Context: an optimization exercise on an open-source flow, tuned for small area, a short achievable clock period and few clock cycles per item. The choices shown serve that exercise and are no tape-out recipe. Only simulation tests tie the RTL to the original design; equivalence was not proved. Power figures rest on the tool's default switching activity, not on a simulated workload.

==> branch garnet: inputs <==
==> flow/design.v (excerpt) <==
module dch_lin (
    input  wire        clk,
    input  wire        rst,          
    input  wire        cfg_we,
    input  wire [4:0]  cfg_addr,
    input  wire [31:0] cfg_wdata,
    input  wire        in_valid,
    output reg         in_ready,
    input  wire [31:0] in_x,
    input  wire [31:0] in_t,
    input  wire [1:0]  in_tag,
    output reg         out_valid,
    output reg  [31:0] out_y,
    output reg  [1:0]  out_tag,
    output reg         out_sat
);
make LEC_CHECK=0 CAP_MARGIN=20 CORE_MARGIN=2 CORE_UTILIZATION=30 PLACE_DENSITY=0.45 SLEW_MARGIN=20 finish   # period 34.0 ns
run.sh (not shown) runs the stock make flow with config.mk's settings and CLKGATE_MAP_FILE= SYNTH_SCRIPT=/design/flow/synth_recipe.tcl, a recipe that flattens the netlist after the stock synthesis.
==> branch sierra (differences from branch garnet) <==
--- a/flow/design.v
+++ b/flow/design.v
@@ -106,88 +106,95 @@
             mag  = pw - cw2 - {75'd0, r1_cst};
             rsgn = r1_sp;
         end
     end
     wire st = r1_pst | r1_cst;
-    reg [6:0] lead;
-    integer   i;
-    always @* begin
-        lead = 7'd0;
-        for (i = 0; i < 76; i = i + 1)
-            if (mag[i]) lead = i[6:0];
-    end
     reg [75:0] r2_mag;
-    reg [6:0]  r2_lead;
     reg        r2_rsgn, r2_st, r2_spec;
     reg [10:0] r2_pwe;
     reg [31:0] r2_specy;
     always @(posedge clk) begin
         r2_mag   <= mag;
-        r2_lead  <= lead;
         r2_rsgn  <= rsgn;
         r2_st    <= st;
         r2_spec  <= r1_spec;
         r2_pwe   <= r1_pwe;
         r2_specy <= r1_specy;
     end
     wire [75:0] m3 = r2_mag;
     wire signed [10:0] pwe3 = r2_pwe;
-    wire signed [11:0] lsb_n = $signed({5'd0, r2_lead}) - 12'sd23;
+    reg [6:0] lead, tz;
+    integer   i;
+    always @* begin
+        lead = 7'd0;
+        for (i = 0; i < 76; i = i + 1)
+            if (m3[i]) lead = i[6:0];
+        tz = 7'd76;
+        for (i = 75; i >= 0; i = i - 1)
+            if (m3[i]) tz = i[6:0];
+    end
+    wire signed [11:0] lsb_n = $signed({5'd0, lead}) - 12'sd23;
     wire signed [11:0] lsb_s = -12'sd147 - {pwe3[10], pwe3};
     wire signed [11:0] lsbp  = (lsb_n > lsb_s) ? lsb_n : lsb_s;
-    reg [24:0] kept;
+    wire [76:0] shd = {m3, 1'b0} >> lsbp[6:0];
+    wire [7:0]  tz1 = {1'b0, tz} + 8'd1;
+    reg [23:0] kept;
     reg        rb, sb2;
-    reg [7:0]  sh;
-    reg [75:0] below;
-    wire [75:0] shd = m3 >> lsbp[7:0];
     always @* begin
-        kept  = 25'd0;
+        kept  = 24'd0;
         rb    = 1'b0;
         sb2   = r2_st;
-        below = 76'd0;
-        sh    = 8'd0;
         if (lsbp < 0) begin
-            sh   = 8'd0 - lsbp[7:0];
-            kept = {1'b0, m3[23:0] << sh[4:0]};
+            kept = m3[23:0] << (5'd0 - lsbp[4:0]);
         end else if (lsbp > 12'sd76) begin
             sb2 = r2_st | (m3 != 0);
         end else begin
-            sh    = lsbp[7:0];
-            kept  = {1'b0, shd[23:0]};
-            if (sh != 0) begin
-                rb    = m3[sh - 8'd1];
-                below = m3 & ~({76{1'b1}} << (sh - 8'd1));
-            end
-            sb2 = r2_st | (below != 0);
+            kept = shd[24:1];
+            rb   = shd[0];
+            sb2  = r2_st | (tz1 < {1'b0, lsbp[6:0]});
         end
-        if (rb && (sb2 || kept[0]))
-            kept = kept + 25'd1;
     end
     wire signed [11:0] ebase = lsbp + {pwe3[10], pwe3} + 12'sd148;
+    wire        zero3 = (m3 == 0) && !r2_st;
+    reg [23:0] r3_kept;
+    reg        r3_rb, r3_sb2, r3_rsgn, r3_spec, r3_zero;
+    reg [11:0] r3_ebase;
+    reg [31:0] r3_specy;
+    always @(posedge clk) begin
+        r3_kept  <= kept;
+        r3_rb    <= rb;
+        r3_sb2   <= sb2;
+        r3_rsgn  <= r2_rsgn;
+        r3_spec  <= r2_spec;
+        r3_zero  <= zero3;
+        r3_ebase <= ebase;
+        r3_specy <= r2_specy;
+    end
+    wire [24:0] kr = {1'b0, r3_kept} + {24'd0, r3_rb && (r3_sb2 || r3_kept[0])};
     reg  signed [11:0] efin;
     reg  [22:0]        frac;
     always @* begin
-        if (kept[24]) begin
-            efin = ebase + 12'sd1;
-            frac = kept[23:1];
-        end else if (kept[23]) begin
-            efin = ebase;
-            frac = kept[22:0];
+        if (kr[24]) begin
+            efin = r3_ebase + 12'sd1;
+            frac = kr[23:1];
+        end else if (kr[23]) begin
+            efin = r3_ebase;
+            frac = kr[22:0];
         end else begin
             efin = 12'sd0;
-            frac = kept[22:0];
+            frac = kr[22:0];
         end
     end
     always @* begin
-        if (r2_spec)
-            y = r2_specy;
-        else if ((m3 == 0) && !r2_st)
+        if (r3_spec)
+            y = r3_specy;
+        else if (r3_zero)
             y = 32'd0;
         else if (efin >= 12'sd255)
-            y = {r2_rsgn, 8'hFF, 23'd0};
+            y = {r3_rsgn, 8'hFF, 23'd0};
         else
-            y = {r2_rsgn, efin[7:0], frac};
+            y = {r3_rsgn, efin[7:0], frac};
     end
 endmodule
 module lin_mul24cs (
     input  wire [23:0] a,
     input  wire [23:0] b,
@@ -1954,25 +1961,19 @@
     wire [31:0] ymin_e = ymin_v ? ymin : YMIN_RST;
     wire [31:0] ymax_e = ymax_v ? ymax : YMAX_RST;
     reg        ib_full;
     reg [31:0] ib_x, ib_t;
     reg [1:0]  ib_tag;
-    always @(posedge clk)
-        if (in_ready) begin
-            ib_x   <= in_x;
-            ib_t   <= in_t;
-            ib_tag <= in_tag;
-        end
-    reg        r_v, c1_v, c2_v;
-    reg [5:0]  r_k, c1_k, c2_k;      
-    reg [2:0]  r_i, c1_i, c2_i;      
-    reg [1:0]  r_j, c1_j, c2_j;      
-    reg        r_last, c1_last, c2_last;
-    reg [31:0] r_x, c1_x, c2_x;
-    reg [31:0] r_t, c1_t, c2_t;
-    reg [31:0] r_y, c1_y, c2_y;
-    reg [1:0]  r_tag, c1_tag, c2_tag;
+    reg        r_v, c1_v, c2_v, c3_v;
+    reg [5:0]  r_k, c1_k, c2_k, c3_k;      
+    reg [2:0]  r_i, c1_i, c2_i, c3_i;      
+    reg [1:0]  r_j, c1_j, c2_j, c3_j;      
+    reg        r_last, c1_last, c2_last, c3_last;
+    reg [31:0] r_x, c1_x, c2_x, c3_x;
+    reg [31:0] r_t, c1_t, c2_t, c3_t;
+    reg [31:0] r_y, c1_y, c2_y, c3_y;
+    reg [1:0]  r_tag, c1_tag, c2_tag, c3_tag;
     reg        r_wbt, r_wby;          
     reg [31:0] r_res;                 
     reg [31:0] r_ca, r_cc;            
     reg        r_fin;                 
     reg [1:0]  r_ftag;
@@ -1991,47 +1992,47 @@
         fc = r_k[K_TOP] ? r_res : r_cc;
     end
     wire        ot0 = (ordt == 2'd0);
     wire        ox0 = (ordx == 3'd0);
     wire [2:0]  oxm1 = ordx - 3'd1;
-    wire        free2 = !c2_v || c2_last;
-    wire        load  = free2 && ib_full;
+    wire        free3 = !c3_v || c3_last;
+    wire        load  = free3 && ib_full;
     reg  [5:0]  n_k;
     reg  [2:0]  n_i;
     reg  [1:0]  n_j;
     reg         n_last;
     reg         n_wbt, n_wby;
     always @* begin
         n_k = 6'd0; n_i = 3'd0; n_j = 2'd0; n_last = 1'b0;
         n_wbt = 1'b0; n_wby = 1'b0;
-        if (!free2) begin
-            if (c2_k[K_TSUB]) begin
+        if (!free3) begin
+            if (c3_k[K_TSUB]) begin
                 n_wbt = 1'b1;
                 if (ox0) begin
                     n_k[K_TOPC] = 1'b1; n_i = 3'd0; n_j = ordt - 2'd1;
                     n_last = (ordt == 2'd1);
                 end else begin
                     n_k[K_XF] = 1'b1; n_i = oxm1; n_j = ordt;
                 end
-            end else if (c2_k[K_XF] || c2_k[K_XN]) begin
-                if (c2_i != 3'd0) begin
-                    n_k[K_XN] = 1'b1; n_i = c2_i - 3'd1; n_j = c2_j;
-                    n_last = (c2_i == 3'd1) && ot0;
-                end else if (c2_j == ordt) begin
+            end else if (c3_k[K_XF] || c3_k[K_XN]) begin
+                if (c3_i != 3'd0) begin
+                    n_k[K_XN] = 1'b1; n_i = c3_i - 3'd1; n_j = c3_j;
+                    n_last = (c3_i == 3'd1) && ot0;
+                end else if (c3_j == ordt) begin
                     n_wby = 1'b1;
-                    n_k[K_XF] = 1'b1; n_i = oxm1; n_j = c2_j - 2'd1;
+                    n_k[K_XF] = 1'b1; n_i = oxm1; n_j = c3_j - 2'd1;
                 end else begin
-                    n_k[K_TOP] = 1'b1; n_j = c2_j;
-                    n_last = (c2_j == 2'd0);
+                    n_k[K_TOP] = 1'b1; n_j = c3_j;
+                    n_last = (c3_j == 2'd0);
                 end
-            end else if (c2_k[K_TOP]) begin
+            end else if (c3_k[K_TOP]) begin
                 n_wby = 1'b1;
-                n_k[K_XF] = 1'b1; n_i = oxm1; n_j = c2_j - 2'd1;
+                n_k[K_XF] = 1'b1; n_i = oxm1; n_j = c3_j - 2'd1;
             end else begin   
                 n_wby = 1'b1;
-                n_k[K_TOPC] = 1'b1; n_i = 3'd0; n_j = c2_j - 2'd1;
-                n_last = (c2_j == 2'd1);
+                n_k[K_TOPC] = 1'b1; n_i = 3'd0; n_j = c3_j - 2'd1;
+                n_last = (c3_j == 2'd1);
             end
         end else begin
             if (!ot0) begin
                 n_k[K_TSUB] = 1'b1; n_j = ordt;
             end else if (ox0) begin
@@ -2070,49 +2071,66 @@
         c2_last <= c1_last;
         c2_x    <= c1_x;
         c2_t    <= c1_t;
         c2_y    <= c1_y;
         c2_tag  <= c1_tag;
+        c3_k    <= c2_k;
+        c3_i    <= c2_i;
+        c3_j    <= c2_j;
+        c3_last <= c2_last;
+        c3_x    <= c2_x;
+        c3_t    <= c2_t;
+        c3_y    <= c2_y;
+        c3_tag  <= c2_tag;
         r_res   <= fy;
-        r_ftag  <= c2_tag;
+        r_ftag  <= c3_tag;
         r_k     <= n_k;
         r_i     <= n_i;
         r_j     <= n_j;
         r_last  <= n_last;
         r_wbt   <= n_wbt;
         r_wby   <= n_wby;
         r_ca    <= n_ca;
         r_cc    <= n_cc;
-        if (free2) begin
+        if (free3) begin
             r_x   <= ib_x;
             r_t   <= ib_t;
             r_tag <= ib_tag;
         end else begin
-            r_x   <= c2_x;
-            r_t   <= c2_t;
-            r_y   <= c2_y;
-            r_tag <= c2_tag;
+            r_x   <= c3_x;
+            r_t   <= c3_t;
+            r_y   <= c3_y;
+            r_tag <= c3_tag;
         end
     end
+    wire ib_open = !ib_full || free3;
+    always @(posedge clk)
+        if (ib_open) begin
+            ib_x   <= in_x;
+            ib_t   <= in_t;
+            ib_tag <= in_tag;
+        end
     wire take = in_valid && in_ready;
-    wire free1 = !c1_v || c1_last;
+    wire free2 = !c2_v || c2_last;
     wire ib_full_n = take || (ib_full && !load);
     always @(posedge clk) begin
         if (rst) begin
             r_v      <= 1'b0;
             c1_v     <= 1'b0;
             c2_v     <= 1'b0;
+            c3_v     <= 1'b0;
             r_fin    <= 1'b0;
             ib_full  <= 1'b0;
             in_ready <= 1'b1;
         end else begin
             c1_v     <= r_v;
             c2_v     <= c1_v;
-            r_v      <= !free2 || ib_full;
-            r_fin    <= c2_v && c2_last;
+            c3_v     <= c2_v;
+            r_v      <= !free3 || ib_full;
+            r_fin    <= c3_v && c3_last;
             ib_full  <= ib_full_n;
-            in_ready <= !ib_full_n || free1;
+            in_ready <= !ib_full_n || free2;
         end
     end
     wire [31:0] y_pre = r_res;
     wire        y_nan = (y_pre[30:23] == 8'hFF) && (y_pre[22:0] != 0);
     wire [31:0] key_y    = (y_pre[30:0] == 0) ? 32'h8000_0000 :
==> qor summary <==
metric	branch sierra	branch garnet
Global-route total usage across every layer	22.2%	23.8%
Timing endpoint of the critical path	u_fma.r3_ebase[11]$_DFF_P_	r_res[18]$_DFF_P_
Result of the run	finished clean	finished clean
Hpwl dp	331000 um	345000 um
Hold Slack	289 ps	294 ps
Routability congestion estimate from global placement	0.925	0.969
Yosys cell types	114	108
Fraction of standard cell area that is sequential	37.5%	35.3%
Share of cells above drive strength 1	7.30%	8.60%
Routed WL per cell	25.3 um	27.2 um
Post-route minimum period	9490 ps	11190 ps
Metal2 WL	210000 um	223000 um
Via count of the first global-routing pass	89700	91300
Post-route total power	9.49 mW	10.7 mW
Max VDD drop	0.0821 mV	0.108 mV
Global routing met3 resource utilization	2.80%	3.45%
Testbench counts of branch garnet, summed over its fixed seeds: cycles 55,424, items 8,192.
Testbench counts of branch sierra, summed over its fixed seeds: cycles 54,144, items 8,192.


==> try-cedar <==
dch_lin, a different RTL version from the one above (not shown whole).
==> module lin_lane, before the edit <==
module lin_lane (
    input  wire        clk,
    input  wire        rst,
    input  wire [5:0]  r_k,
    input  wire        r_wbt,
    input  wire        r_wby,
    input  wire [31:0] r_ca,
    input  wire [31:0] r_cc,
    input  wire        c3_last,
    input  wire        sel_new,       
    input  wire        new_v,
    input  wire [31:0] new_x,
    input  wire [31:0] new_t,
    input  wire [1:0]  new_tag,
    output reg  [31:0] res,           
    output reg         fin,           
    output reg  [1:0]  ftag
);
    localparam [31:0] ONE = 32'h3F80_0000;
    localparam K_TSUB = 0, K_XF = 1, K_XN = 2, K_TOP = 3, K_TOPC = 4, K_PASS = 5;
    reg        r_v, c1_v, c2_v, c3_v;
    reg [31:0] r_x, c1_x, c2_x, c3_x;
    reg [31:0] r_t, c1_t, c2_t, c3_t;
    reg [31:0] r_y, c1_y, c2_y, c3_y;
    reg [1:0]  r_tag, c1_tag, c2_tag, c3_tag;
    reg  [31:0] fa, fb, fc;
    wire [31:0] fy;
    lin_fma32 u_fma (.clk(clk), .a(fa), .b(fb), .c(fc), .y(fy));
    always @* begin
        fa = r_ca;
        if (r_k[K_TSUB])                        fa = r_t;
        else if (r_k[K_XN] || (r_k[K_TOPC] && r_wby)) fa = res;
        else if (r_k[K_TOP] || r_k[K_TOPC])     fa = r_y;
        fb = r_x;
        if (r_k[K_TSUB] || r_k[K_PASS])         fb = ONE;
        else if (r_k[K_TOPC] && r_wbt)          fb = res;
        else if (r_k[K_TOP] || r_k[K_TOPC])     fb = r_t;
        fc = r_k[K_TOP] ? res : r_cc;
    end
    always @(posedge clk) begin
        c1_x   <= r_x;
        c1_t   <= r_wbt ? res : r_t;
        c1_y   <= r_wby ? res : (r_k[K_TSUB] ? r_ca : r_y);
        c1_tag <= r_tag;
        c2_x   <= c1_x;
        c2_t   <= c1_t;
        c2_y   <= c1_y;
        c2_tag <= c1_tag;
        c3_x   <= c2_x;
        c3_t   <= c2_t;
        c3_y   <= c2_y;
        c3_tag <= c2_tag;
        res    <= fy;
        ftag   <= c3_tag;
        r_y <= c3_y;
        if (sel_new) begin
            r_x   <= new_x;
            r_t   <= new_t;
            r_tag <= new_tag;
        end else begin
            r_x   <= c3_x;
            r_t   <= c3_t;
            r_tag <= c3_tag;
        end
    end
    always @(posedge clk) begin
        if (rst) begin
            r_v  <= 1'b0;
            c1_v <= 1'b0;
            c2_v <= 1'b0;
            c3_v <= 1'b0;
            fin  <= 1'b0;
        end else begin
            c1_v <= r_v;
            c2_v <= c1_v;
            c3_v <= c2_v;
            r_v  <= sel_new ? new_v : c3_v;
            fin  <= c3_v && c3_last;
        end
    end
endmodule
==> flow/config.mk <==
export PLATFORM = sky130hd
export DESIGN_NAME = dch_lin
export DESIGN_NICKNAME = dch_lin
export VERILOG_FILES = /design/flow/design.v
export SDC_FILE = /design/flow/constraint.sdc
export NUM_CORES = 4
export LEC_CHECK = 0
export CAP_MARGIN = 20
export CORE_MARGIN = 2
export CORE_UTILIZATION = 55
export PLACE_DENSITY = 0.7
export SLEW_MARGIN = 20
==> flow/constraint.sdc <==
create_clock -name core_clock -period 34.0 [get_ports {clk}]
set_input_delay 6.8000 -clock core_clock [delete_from_list [all_inputs] [get_ports {clk}]]
set_output_delay 6.8000 -clock core_clock [all_outputs]
set_load 0.01 [all_outputs]
standard.sh (not shown) runs the stock make flow with config.mk's settings and CLKGATE_MAP_FILE= SYNTH_SCRIPT=/design/flow/synth_recipe.tcl, a recipe that flattens the netlist after the stock synthesis.
==> flow/flow/run.sh <==
#!/bin/bash
# The standard layout (the standard.sh: standard synthesis, floorplan,
# placement, CTS, routing), with one change: the port buffers that ORFS puts
# on every input and output are sky130_fd_sc_hd__buf_2 (ORFS otherwise picks
# the delay buffer clkdlybuf4s50_1). make's full output goes to make.log
# here; ORFS keeps each step's own log under orfs/logs.
set -euo pipefail
bash standard.sh "BUFFER_PORTS_ARGS=-buffer_cell sky130_fd_sc_hd__buf_2" finish > make.log 2>&1
==> inputs of try-raven, as changes to try-cedar <==
--- a/flow/design.v
+++ b/flow/design.v
@@ -1648,5 +1648,4 @@
         res    <= fy;
         ftag   <= c3_tag;
-        r_y <= c3_y;
         if (sel_new) begin
             r_x   <= new_x;
@@ -1656,4 +1655,5 @@
             r_x   <= c3_x;
             r_t   <= c3_t;
+            r_y   <= c3_y;
             r_tag <= c3_tag;
         end
- CORE_UTILIZATION: 55 -> 50
- CTS_CLUSTER_DIAMETER: not set -> 180
- CTS_CLUSTER_SIZE: not set -> 24
- PLACE_DENSITY: 0.7 -> 0.65
==> inputs of try-juniper, as changes to try-cedar <==
--- a/flow/design.v
+++ b/flow/design.v
@@ -1648,5 +1648,4 @@
         res    <= fy;
         ftag   <= c3_tag;
-        r_y <= c3_y;
         if (sel_new) begin
             r_x   <= new_x;
@@ -1656,4 +1655,5 @@
             r_x   <= c3_x;
             r_t   <= c3_t;
+            r_y   <= c3_y;
             r_tag <= c3_tag;
         end
==> flow/run.sh (new file) <==
#!/bin/bash
# synth_recipe.tcl (not shown) runs the flow's synth.tcl, then flattens the netlist and writes it again
# the make line also repeats each setting of config.mk as NAME=value (left out here)
make -C /OpenROAD-flow-scripts/flow DESIGN_CONFIG=/design/flow/config.mk WORK_HOME=/design/flow/orfs CLKGATE_MAP_FILE= SYNTH_SCRIPT=/design/flow/synth_recipe.tcl finish
- CORE_UTILIZATION: 55 -> 50
- CTS_CLUSTER_DIAMETER: not set -> 180
- CTS_CLUSTER_SIZE: not set -> 24
- PLACE_DENSITY: 0.7 -> 0.65
removed: flow/flow/run.sh
removed: flow/standard.sh
==> qor summary <==
item                                                                                try-raven   try-cedar  try-juniper
Status                                                             complete, but fails checks  no timing/DRC/antenna violations  no timing/DRC/antenna violations
Layout check failures                                              max-capacitance violations           -            -
Worst reg-to-reg setup slack                                                         25.73 ns    25.71 ns     25.34 ns
Total chip power                                                                     0.0114 W    0.0129 W     0.0115 W
Crit Path Max Fanout                                                                       45           1           69
Post-synth top area share                                                               20.0%       21.4%        20.0%
Multi-input combinational gate total                                                    13500       12900        13500
Non-clock buffers                                                                         589         562          601
Share of the synthesized netlist area taken by xor and xnor gates                       3.76%       5.40%        3.76%
Worst path most repeated cell                                                           inv_1           -       a21o_1
Comb group                                                                          0.00522 W   0.00532 W    0.00537 W
DRC marker count from the first detailed-route iteration                                22600       20600        21900
Final worst-path setup slack                                                         25.73 ns    25.61 ns     25.34 ns
Drt first pass iters                                                                        8          12           11
Testbench counts of try-cedar, summed over its fixed seeds: cycles 28,877, items 8,192.
Testbench counts of try-raven, summed over its fixed seeds: cycles 28,877, items 8,192.
Testbench counts of try-juniper, summed over its fixed seeds: cycles 28,877, items 8,192.

-- what the ideal ports hide --
How much do the figures lean on ideal ports? The routed layouts below were timed once more, with nothing changed but the port constraints. Step 1: set_driving_cell puts a clkbuf_16 on clk and a buf_2 on each other input, an assumption about the parent block. Step 2 adds t to the input delays and takes it off the output delays; t is the mean of the earliest and latest rising clock arrival at the registers after step 1. Input paths then give back, and output paths get back, about the clock's delay inside the block. a / b / c = ideal ports / drivers / drivers and shift; a / b = the first two.
run	t, ns	setup WS [ns]	slew at the worst register clock pin (ns)	worst slew at a driven data input, ns
branch garnet	0.992	22.805 / 22.805 / 22.805	0.07 / 0.07	0.08
branch sierra	0.985	24.514 / 24.514 / 24.514	0.08 / 0.08	0.09
try-cedar	1.043	25.607 / 25.488 / 25.712	0.07 / 0.07	0.39
try-raven	1.008	25.728 / 25.695 / 25.728	0.12 / 0.12	0.33
try-juniper	1.008	25.341 / 25.261 / 25.341	0.13 / 0.13	0.12
